Background: an optimization exercise with open tools, aiming at small area, a short achievable clock period and few clock cycles per item. Do not read the settings as production practice.
RTL that was checked went through simulation tests only; none was proved equivalent to the original.
Power figures rest on the tool's default switching activity, not on a simulated workload.

==> flow/design.v (excerpt) <==
module friction_interp (
    input  wire        clk,
    input  wire        rst,
    input  wire        start,
    input  wire [31:0] p,
    input  wire [31:0] pos_min,
    input  wire [31:0] span,
    input  wire        rotary,
    output wire        busy,
    output reg         done,
    output wire [31:0] term,
    output wire        mem_req,
    output wire [7:0]  mem_addr,
    input  wire [31:0] mem_rdata
);
clock: 12.0 ns
lec_check: 0
cap_margin: 20
core_margin: 2
core_utilization: 55
cts_cluster_diameter: 120
cts_cluster_size: 30
slew_margin: 20
standard.sh (not shown) runs the stock make flow with config.mk's settings and CLKGATE_MAP_FILE= SYNTH_SCRIPT=/design/flow/synth_recipe.tcl, a recipe that flattens the netlist after the stock synthesis.
==> flow/flow/run.sh <==
#!/bin/bash
set -euo pipefail
bash standard.sh SETUP_SLACK_MARGIN=8.6 finish > make_finish.log 2>&1
Testbench counts at the start, summed over its fixed seeds: cycles 124,973, lookups 4,096.
Next try:
==> flow/flow/run.sh (replaced) <==
#!/bin/bash
set -euo pipefail
bash standard.sh SETUP_SLACK_MARGIN=8.6 \
  'BUFFER_PORTS_ARGS=-buffer_cell sky130_fd_sc_hd__buf_1' finish > make_finish.log 2>&1
--- a/flow/config.mk
+++ b/flow/config.mk
@@ -10,3 +10,3 @@
-export CORE_UTILIZATION = 55
-export CTS_CLUSTER_DIAMETER = 120
-export CTS_CLUSTER_SIZE = 30
+export CORE_UTILIZATION = 65
+export CTS_CLUSTER_DIAMETER = 100
+export CTS_CLUSTER_SIZE = 24
Effect: The new run finished with timing, DRC and antenna clean; sequential share of layout area goes up by 2.1 points; global-route usage goes up by 3.6 points; area after synthesis is unchanged; non-clock buffer count goes down by 18; first-iteration DRC count goes down by 14%; via count goes up by 0.66%; utilization goes up by 6.0 points; synthesized cell count is unchanged.


Setup of main:
Another version of the RTL of friction_interp (not shown whole).
Size in the first run: ~1400 cells after synthesis, about 230 flip-flops, ~180 I/O pins, ~14000 um2 of cells after synthesis.
Settings: LEC_CHECK=0, CAP_MARGIN=70, CORE_MARGIN=2, CORE_UTILIZATION=40, SLEW_MARGIN=70; clock period 12.0 ns.
run.sh (not shown) runs the stock make flow with config.mk's settings and CLKGATE_MAP_FILE= SYNTH_SCRIPT=/design/flow/synth_recipe.tcl, a recipe that flattens the netlist after the stock synthesis.
Stock flow here: none of the scripts above is used.
Looking at the reports, main completed the entire flow and the layout it produced met the timing, DRC and antenna checks.
The inputs of the feature branch differ from those of main as listed below.
diff --git a/flow/config.mk b/flow/config.mk
--- a/flow/config.mk
+++ b/flow/config.mk
@@ -7,5 +7,5 @@
 export LEC_CHECK = 0
-export CAP_MARGIN = 70
+export CAP_MARGIN = 20
 export CORE_MARGIN = 2
 export CORE_UTILIZATION = 40
-export SLEW_MARGIN = 70
+export SLEW_MARGIN = 20
==> notes.md <==
- Of the feature branch and main, the run reporting the higher total of fill cells in the finished design was the feature branch.
- There was hardly any difference in clock-pin slew on the worst setup and hold paths between main and the feature branch.
- Compared the feature branch vs main, and register-to-register slack is down in the feature branch.
- From main to the feature branch the numbers moved as follows: length of the first detailed-routing pass in iterations went up by 1; global-route wire length before repair went down by about 0.53%; sum of met3 wire segment lengths after detailed routing went down by about 18%.
- Comparing met1 capacity usage during global routing for the feature branch and main, the smaller number came from main.
- Setup-violating endpoint count in the final report: main vs the feature branch identical
- The feature branch ended up with a lower power attributed to combinational cells than main did.
- The start point of the critical path comes out a[31] in one run and rem[31] in the other, namely in main and the feature branch respectively.
No run of this note included a check of the RTL's function; only the layout flow was run.


The RTL this note starts from:
==> flow/design.v <==
module friction_interp (
    input  wire        clk,
    input  wire        rst,
    input  wire        start,
    input  wire [31:0] p,
    input  wire [31:0] pos_min,
    input  wire [31:0] span,
    input  wire        rotary,
    output wire        busy,
    output reg         done,
    output wire [31:0] term,
    output wire        mem_req,
    output wire [7:0]  mem_addr,
    input  wire [31:0] mem_rdata
);
    reg         idle, sub, lin, run;
    reg  [5:0]  cnt;           
    reg         divq;          
    reg         modq;          
    reg         alnq;          
    reg         firstq;        
    reg         hornq;         
    reg         qshq;          
    reg         idxq;          
    reg  [31:0] s_reg;         
    reg         rot;
    reg         sgn;           
    reg         ovf;           
    reg  [31:0] rem;           
    reg  [31:0] a;             
    reg  [31:0] m;             
    reg  [47:0] acc;
    reg  [7:0]  addr;
    reg         busy_r;
    assign busy     = busy_r;
    assign mem_req  = busy_r;
    assign mem_addr = addr;
    assign term     = acc[47:16];
    wire        addm  = rem[31];                   
    wire [31:0] x1    = {rem[30:0], a[31]};
    wire [31:0] x2    = s_reg ^ {32{!addm}};
    wire        lo_z  = (x1[7:0] == 8'd0);
    wire        cin   = lin ? lo_z : !addm;
    wire [33:0] y_c   = {1'b0, x1, 1'b1} + {1'b0, x2, cin};
    wire [32:0] y     = y_c[33:1];
    wire        r_neg = x1[31] ^ x2[31] ^ y[32];    
    wire        ge    = !y[31];
    wire        qbit  = ge;
    wire [7:0]  neg_lo = ~x1[7:0] + 8'd1;
    reg  [31:0] s_top;         
    integer k;
    always @(*) begin
        s_top[31] = s_reg[31];
        for (k = 30; k >= 0; k = k - 1) s_top[k] = s_top[k+1] | s_reg[k];
    end
    wire [30:0] r_diff = rem[30:0] ^ {31{sgn}};      
    wire        wide   = |(r_diff & ~s_top[31:1]);
    wire        shr    = alnq & wide;
    wire [32:0] lo    = {1'b0, acc[30:0], a[23]} + {1'b0, m};
    wire [15:0] u2    = acc[46:31];
    wire [15:0] u2p   = u2 + 16'd1;
    wire [15:0] u2m   = u2 - 16'd1;
    wire [15:0] hi    = (lo[32] & !m[31]) ? u2p : (!lo[32] & m[31]) ? u2m : u2;
    wire [7:0]  idx   = a[7:0];
    wire [7:0]  inc   = idx + 8'd1;
    wire [7:0]  nxt   = (!rot && idx == 8'd255) ? 8'd255 : inc;
    wire [5:0]  cnt_d = cnt - 6'd1;
    wire [5:0]  cnt_n = shr ? cnt + 6'd1 : cnt_d;
    always @(posedge clk) begin
        if (rst) begin
            idle <= 1'b1;
            sub  <= 1'b0;
            lin  <= 1'b0;
            run  <= 1'b0;
            done <= 1'b0;
            divq <= 1'b0;
            busy_r <= 1'b0;
        end else begin
            done <= 1'b0;
            if (idle) begin
                if (start) begin
                    idle <= 1'b0;
                    sub  <= 1'b1;
                    busy_r <= 1'b1;
                end
            end
            if (sub) begin
                sub  <= 1'b0;
                lin  <= !rot;
                run  <= rot;
                divq <= rot;
            end
            if (lin) begin
                lin  <= 1'b0;
                run  <= 1'b1;
                divq <= 1'b1;
            end
            if (run) begin
                divq <= (cnt_d >= 6'd4);
                if (cnt == 6'd1) begin
                    run  <= 1'b0;
                    idle <= 1'b1;
                    done <= 1'b1;
                    busy_r <= 1'b0;
                end
            end
        end
    end
    always @(posedge clk) begin
        if (sub) cnt <= 6'd28;
        else if (run) cnt <= cnt_n;
        alnq   <= sub ? rot : (run & alnq & wide);
        modq   <= sub ? rot : (run & rot & ((cnt_d >= 6'd28) | shr));
        qshq   <= sub | lin | (run & (cnt_d >= 6'd20));
        idxq   <= run & (cnt_d == 6'd20);
        firstq <= run & (cnt_d == 6'd17);
        hornq  <= run & (cnt_d <= 6'd16) & (cnt_d >= 6'd1);
    end
    always @(posedge clk) begin
        if (idle) begin
            s_reg <= pos_min;
            m     <= span;
            rot   <= rotary;
            a[31] <= p[0];
        end
        if (sub) begin
            sgn   <= r_neg;
            ovf   <= !rot & !r_neg & y[31];      
        end
        if (sub | lin) begin
            a     <= {y[0], (lin ? neg_lo : 8'd0), 23'd0} & {32{!(lin & sgn)}};
            s_reg <= (sub & !rot) ? {8'd0, y[31:8]} : {1'b0, m[30:0]};
        end
        if (idle)
            rem <= {1'b0, p[31:1]};
        else if (shr)
            rem <= {rem[31], rem[31:1]};
        else if (sub | lin)
            rem <= {sub & r_neg, y[31:1]} & {32{!(lin & sgn)}};
        else
            rem <= y[31:0];
        if (shr) begin
            a     <= {rem[0], a[31:1]};
        end else if (divq) begin
            if (qshq) a <= {a[30:0], modq ? 1'b0 : (qbit | ovf)};
            if (!rot && cnt == 6'd28) ovf <= ovf | ge;
        end
        if (run) m <= mem_rdata;
        if (idxq)
            addr <= {a[6:0], qbit | ovf};
        else
            addr <= qbit ? nxt : idx;
        acc <= firstq ? {{16{m[31]}}, m[31:16]} : {hi, lo[31:0]};
        if (firstq)
            a[23:8] <= m[15:0];
        else if (hornq)
            a[23:8] <= {a[22:8], 1'b0};
    end
endmodule
==> flow/config.mk <==
export PLATFORM = sky130hd
export DESIGN_NAME = friction_interp
export DESIGN_NICKNAME = friction_interp
export VERILOG_FILES = /design/flow/design.v
export SDC_FILE = /design/flow/constraint.sdc
export NUM_CORES = 4
export LEC_CHECK = 0
export CAP_MARGIN = 20
export CORE_MARGIN = 2
export CORE_UTILIZATION = 40
export CTS_CLUSTER_DIAMETER = 100
export CTS_CLUSTER_SIZE = 24
export SLEW_MARGIN = 20
==> flow/constraint.sdc <==
create_clock -name core_clock -period 12.0 [get_ports {clk}]
set_input_delay 2.4000 -clock core_clock [delete_from_list [all_inputs] [get_ports {clk}]]
set_output_delay 2.4000 -clock core_clock [all_outputs]
set_load 0.01 [all_outputs]
standard.sh (not shown) runs the stock make flow with config.mk's settings and CLKGATE_MAP_FILE= SYNTH_SCRIPT=/design/flow/synth_recipe.tcl, a recipe that flattens the netlist after the stock synthesis.
==> flow/flow/run.sh <==
#!/bin/bash
set -euo pipefail
bash standard.sh SETUP_SLACK_MARGIN=8.75 finish > make_finish.log 2>&1
Change:
==> flow/flow/run.sh (replaced) <==
#!/bin/bash
set -euo pipefail
bash standard.sh SETUP_SLACK_MARGIN=8.6 finish > make_finish.log 2>&1
Outcome: Global-route usage fell by 0.94 points. Fmax rose slightly. Sequential share of layout area rose by 1.2 points. Area after synthesis does not change. Worst setup slack improves by 0.034 ns. Critical path depth fell by 1.
No run of this note included a check of the RTL's function; only the layout flow was run.


== job 1419 ==
friction_interp, a different RTL version from the one above (not shown whole).
Size in the first run: ~1700 cells after synthesis, about 210 flip-flops, ~180 I/O pins.
==> flow/config.mk <==
export PLATFORM = sky130hd
export DESIGN_NAME = friction_interp
export DESIGN_NICKNAME = friction_interp
export VERILOG_FILES = /design/flow/design.v
export SDC_FILE = /design/flow/constraint.sdc
export NUM_CORES = 4
export LEC_CHECK = 0
export CAP_MARGIN = 20
export CORE_MARGIN = 2
export CORE_UTILIZATION = 72
export CTS_CLUSTER_DIAMETER = 100
export CTS_CLUSTER_SIZE = 24
export SLEW_MARGIN = 20
==> flow/constraint.sdc <==
create_clock -name core_clock -period 12.0 [get_ports {clk}]
set_input_delay 2.4000 -clock core_clock [delete_from_list [all_inputs] [get_ports {clk}]]
set_output_delay 2.4000 -clock core_clock [all_outputs]
set_load 0.01 [all_outputs]
==> flow/flow/run.sh <==
#!/bin/bash
set -euo pipefail
bash standard.sh SETUP_SLACK_MARGIN=8.6 \
  'BUFFER_PORTS_ARGS=-buffer_cell sky130_fd_sc_hd__buf_1' finish > make_finish.log 2>&1
Testbench counts of job 1419, summed over its fixed seeds: cycles 124,973, lookups 4,096.
#### Input delta (job 4870 over job 1419)
Settings: swapping 72 for 65 in CORE_UTILIZATION.
Notes after the runs:
In the metrics for job 1419 and job 4870, the one carrying the higher fraction of area in multi-input gates is job 1419. Re relative area change from synthesis to final layout: job 4870 is 1.0 points up on job 1419. Compared job 4870 against job 1419; clock power within noise. Taking job 1419 as the reference, in job 4870 net switching fraction of the power decreased 0.48 points, worst max-slew margin expressed relative to the limit moved down.
## Diff of input files: job 3948 against job 4870
Settings: CORE_UTILIZATION: 65 -> 72; PLACE_DENSITY: unset -> 0.85.
==> comparison <==
Changes observed in job 3948 relative to job 4870: switching power total shows an increase of about 5.5%; depth of the worst register-to-register path shows a reduction of 4. Per the comparison of job 3948 with job 4870, critical path arrival has decreased; cell row count fell 5.6%. Job 3948 reports a lower period utilization than job 4870 does. Job 3948 finished every step from synthesis to the final layout, and the layout passed the timing, DRC and antenna checks. | final cell count | job 3948 vs job 4870 | ≈ equal |. Relative to job 4870, the met1 routed wirelength after detailed routing measured on job 3948 has decreased by a few percent.
What job 6929 does differently from job 3948 at the input level:
Settings: a deleted PLACE_DENSITY that had been 0.85.
==> flow/flow/run.sh <==
#!/bin/bash
set -euo pipefail
bash standard.sh SETUP_SLACK_MARGIN=8.7 \
  'BUFFER_PORTS_ARGS=-buffer_cell sky130_fd_sc_hd__buf_1' finish > make_finish.log 2>&1
Results
- Every stage of the flow completed for job 6929, and the final layout passed the timing, DRC and antenna checks.
- Job 6929 reports its termination of the worst setup path as addr[3]$_DFFE_PP_ while job 3948 reports mem_addr[6].
- Multi-input logic area went up by a few percent going from job 3948 to job 6929.
- For synthesized area, job 6929 and job 3948 come out practically identical.
- Job 6929: total half-perimeter wirelength after legalization and detailed placement about 3% above job 3948
- Worst slack after detailed placement was lower in job 3948 than in job 6929.


Setup of sierra:
friction_interp, a different RTL version from the one above (not shown whole).
Size in the first run: about 1700 cells after synthesis, ~210 flip-flops, ~14000 um2 of cells after synthesis.
Settings: LEC_CHECK=0, CAP_MARGIN=20, CORE_MARGIN=2, CORE_UTILIZATION=68, CTS_CLUSTER_DIAMETER=100, CTS_CLUSTER_SIZE=24, SLEW_MARGIN=20; clock period 12.0 ns.
==> flow/flow/run.sh <==
#!/bin/bash
set -euo pipefail
bash standard.sh SETUP_SLACK_MARGIN=8.6 \
  'BUFFER_PORTS_ARGS=-buffer_cell sky130_fd_sc_hd__buf_1' finish > make_finish.log 2>&1
Testbench counts of sierra, summed over its fixed seeds: cycles 111,305, lookups 4,096.
#### Input delta (tundra over sierra)
Settings: CORE_UTILIZATION: 68 -> 72.
==> flow/flow/run.sh <==
#!/bin/bash
set -euo pipefail
bash standard.sh SETUP_SLACK_MARGIN=8.65 \
  'BUFFER_PORTS_ARGS=-buffer_cell sky130_fd_sc_hd__buf_1' finish > make_finish.log 2>&1
[summary]
Against sierra, tundra comes in 1.1 points higher on met3 global-route usage.
NOTE via count sierra->tundra increased by a little under 10%
Compared with sierra, in tundra proportion of total power due to net switching +2.4 points; remaining max-slew budget at the tightest pin -0.73 points.
tundra vs sierra: global placer's final weighted congestion up in tundra
Between sierra and tundra, the post-detailed-placement cell area figures differ only marginally.
Against sierra, tundra reports a area growth from synthesis to final layout that is higher.
Comparing tundra and sierra, the lower delay contributed by the slowest stage of the critical path is on sierra.
## Diff of input files: quartz against tundra
==> flow/flow/run.sh <==
#!/bin/bash
set -euo pipefail
bash standard.sh SETUP_SLACK_MARGIN=8.6 \
  'BUFFER_PORTS_ARGS=-buffer_cell sky130_fd_sc_hd__buf_1' finish > make_finish.log 2>&1
Findings:
quartz completed every stage of the flow, and the final layout passed the timing, DRC and antenna checks. Startpoint of the worst setup timing path = m[10]: tundra; startpoint of the worst setup timing path = rem[0]: quartz. Of the two values seen for standard cell with the maximum stage delay on the critical path, o41ai_2 was produced by tundra and fa_2 by quartz. Sort tundra and quartz by post-place setup slack, ascending, and quartz comes first. Delta(count of clock buffers in the final design, quartz - tundra) > 0. The core of quartz is less densely filled than that of tundra. Distinct cell type count of the synthesized netlist came out exactly the same in tundra and quartz.


11-03:
friction_interp with an RTL version that a note above also has.
Size: roughly 210 flip-flops, roughly 180 I/O pins, ~14,000 µm² of cells after synthesis.
==> flow/config.mk <==
export PLATFORM = sky130hd
export DESIGN_NAME = friction_interp
export DESIGN_NICKNAME = friction_interp
export VERILOG_FILES = /design/flow/design.v
export SDC_FILE = /design/flow/constraint.sdc
export NUM_CORES = 4
export LEC_CHECK = 0
export CAP_MARGIN = 20
export CORE_MARGIN = 2
export CORE_UTILIZATION = 72
export CTS_CLUSTER_DIAMETER = 100
export CTS_CLUSTER_SIZE = 24
export SLEW_MARGIN = 20
==> flow/constraint.sdc <==
create_clock -name core_clock -period 12.0 [get_ports {clk}]
set_input_delay 2.4000 -clock core_clock [delete_from_list [all_inputs] [get_ports {clk}]]
set_output_delay 2.4000 -clock core_clock [all_outputs]
set_load 0.01 [all_outputs]
==> flow/flow/run.sh <==
#!/bin/bash
set -euo pipefail
bash standard.sh SETUP_SLACK_MARGIN=8.4 \
  'BUFFER_PORTS_ARGS=-buffer_cell sky130_fd_sc_hd__buf_1' finish > make_finish.log 2>&1
11-03 was carried through to the last stage, and its layout satisfied the timing, DRC and antenna checks.
Testbench counts of 11-03, summed over its fixed seeds: cycles 124,973, lookups 4,096.
Changes in 05-08 relative to 11-03:
==> flow/flow/run.sh <==
#!/bin/bash
set -euo pipefail
bash standard.sh SETUP_SLACK_MARGIN=8.5 \
  'BUFFER_PORTS_ARGS=-buffer_cell sky130_fd_sc_hd__buf_1' finish > make_finish.log 2>&1
05-08: PASS, flow complete, no timing, DRC or antenna violations. Looking at capturing instance or port of the critical path, the addr[3]$_DFFE_PP_ result is from 05-08; the addr[6]$_DFFE_PP_ one comes from 11-03. Looking at average wire per cell in the routed design, 05-08 sits about 1.4% higher than 11-03 does. Side by side, global-route track usage on met1 turned out higher in 05-08 than in 11-03. [compare] base=11-03 new=05-08: total leakage power grew by 2.0%; non-clock buffer count up 19; wire length of the first global-routing pass rose 0.75%. Summary of 05-08 over 11-03: combinational gate power grew by about 6%, share of the final layout cell area in multi-input gates down 0.28 points.

[afterwards: timing with drivers on the ports]
The flow's constraints put no driver on any port. The routed layouts listed below were extracted and timed again, unchanged, in two steps. Step 1 sets driving cells, clkbuf_16 on the clock port and buf_2 on the other inputs (assumed; they add their load-dependent delay and slew). Step 2 adds t to the input delays and takes it off the output delays; t is the mean of the earliest and latest rising clock arrival at the registers after step 1. Input paths then give back, and output paths get back, about the clock's delay inside the block. Slacks: no drivers / after step 1 / after step 2; pairs: no drivers / after step 1.
run | t (ns) | setup slack, ns | hold WS [ns] | slew at the worst register clock pin (ns)
the first run of note 1 | 0.530 | 8.520 / 8.468 / 8.447 | 0.497 / 0.497 / 0.497 | 0.12 / 0.12
the second run of note 1 | 0.529 | 8.522 / 8.473 / 8.535 | 0.489 / 0.489 / 0.489 | 0.11 / 0.11
main | 0.591 | 7.211 / 7.211 / 7.211 | 0.493 / 0.493 / 0.493 | 0.07 / 0.07
the feature branch | 0.609 | 7.129 / 7.129 / 7.129 | 0.494 / 0.494 / 0.494 | 0.07 / 0.07
the first run of note 3 | 0.549 | 8.038 / 8.038 / 8.038 | 0.483 / 0.483 / 0.483 | 0.11 / 0.11
the second run of note 3 | 0.538 | 8.072 / 8.072 / 8.072 | 0.478 / 0.478 / 0.478 | 0.10 / 0.10
job 1419 | 0.530 | 8.550 / 8.506 / 8.550 | 0.485 / 0.485 / 0.485 | 0.11 / 0.11
job 4870 | 0.526 | 8.538 / 8.538 / 8.538 | 0.494 / 0.494 / 0.494 | 0.11 / 0.11
job 3948 | 0.528 | 8.566 / 8.521 / 8.572 | 0.486 / 0.486 / 0.486 | 0.10 / 0.10
job 6929 | 0.523 | 8.402 / 8.402 / 8.402 | 0.492 / 0.492 / 0.492 | 0.11 / 0.11
sierra | 0.532 | 8.514 / 8.514 / 8.514 | 0.476 / 0.476 / 0.476 | 0.11 / 0.11
tundra | 0.536 | 7.990 / 7.990 / 7.990 | 0.497 / 0.497 / 0.497 | 0.11 / 0.11
quartz | 0.526 | 8.565 / 8.565 / 8.565 | 0.486 / 0.486 / 0.486 | 0.11 / 0.11
11-03 | 0.524 | 8.458 / 8.420 / 8.458 | 0.487 / 0.487 / 0.487 | 0.10 / 0.10
05-08 | 0.528 | 8.343 / 8.343 / 8.343 | 0.488 / 0.488 / 0.488 | 0.11 / 0.11
After both steps every run listed still meets setup and hold. For the first run of note 1, which loses most, drivers alone change the setup slack by -0.052 ns; drivers and shift together by -0.073 ns.
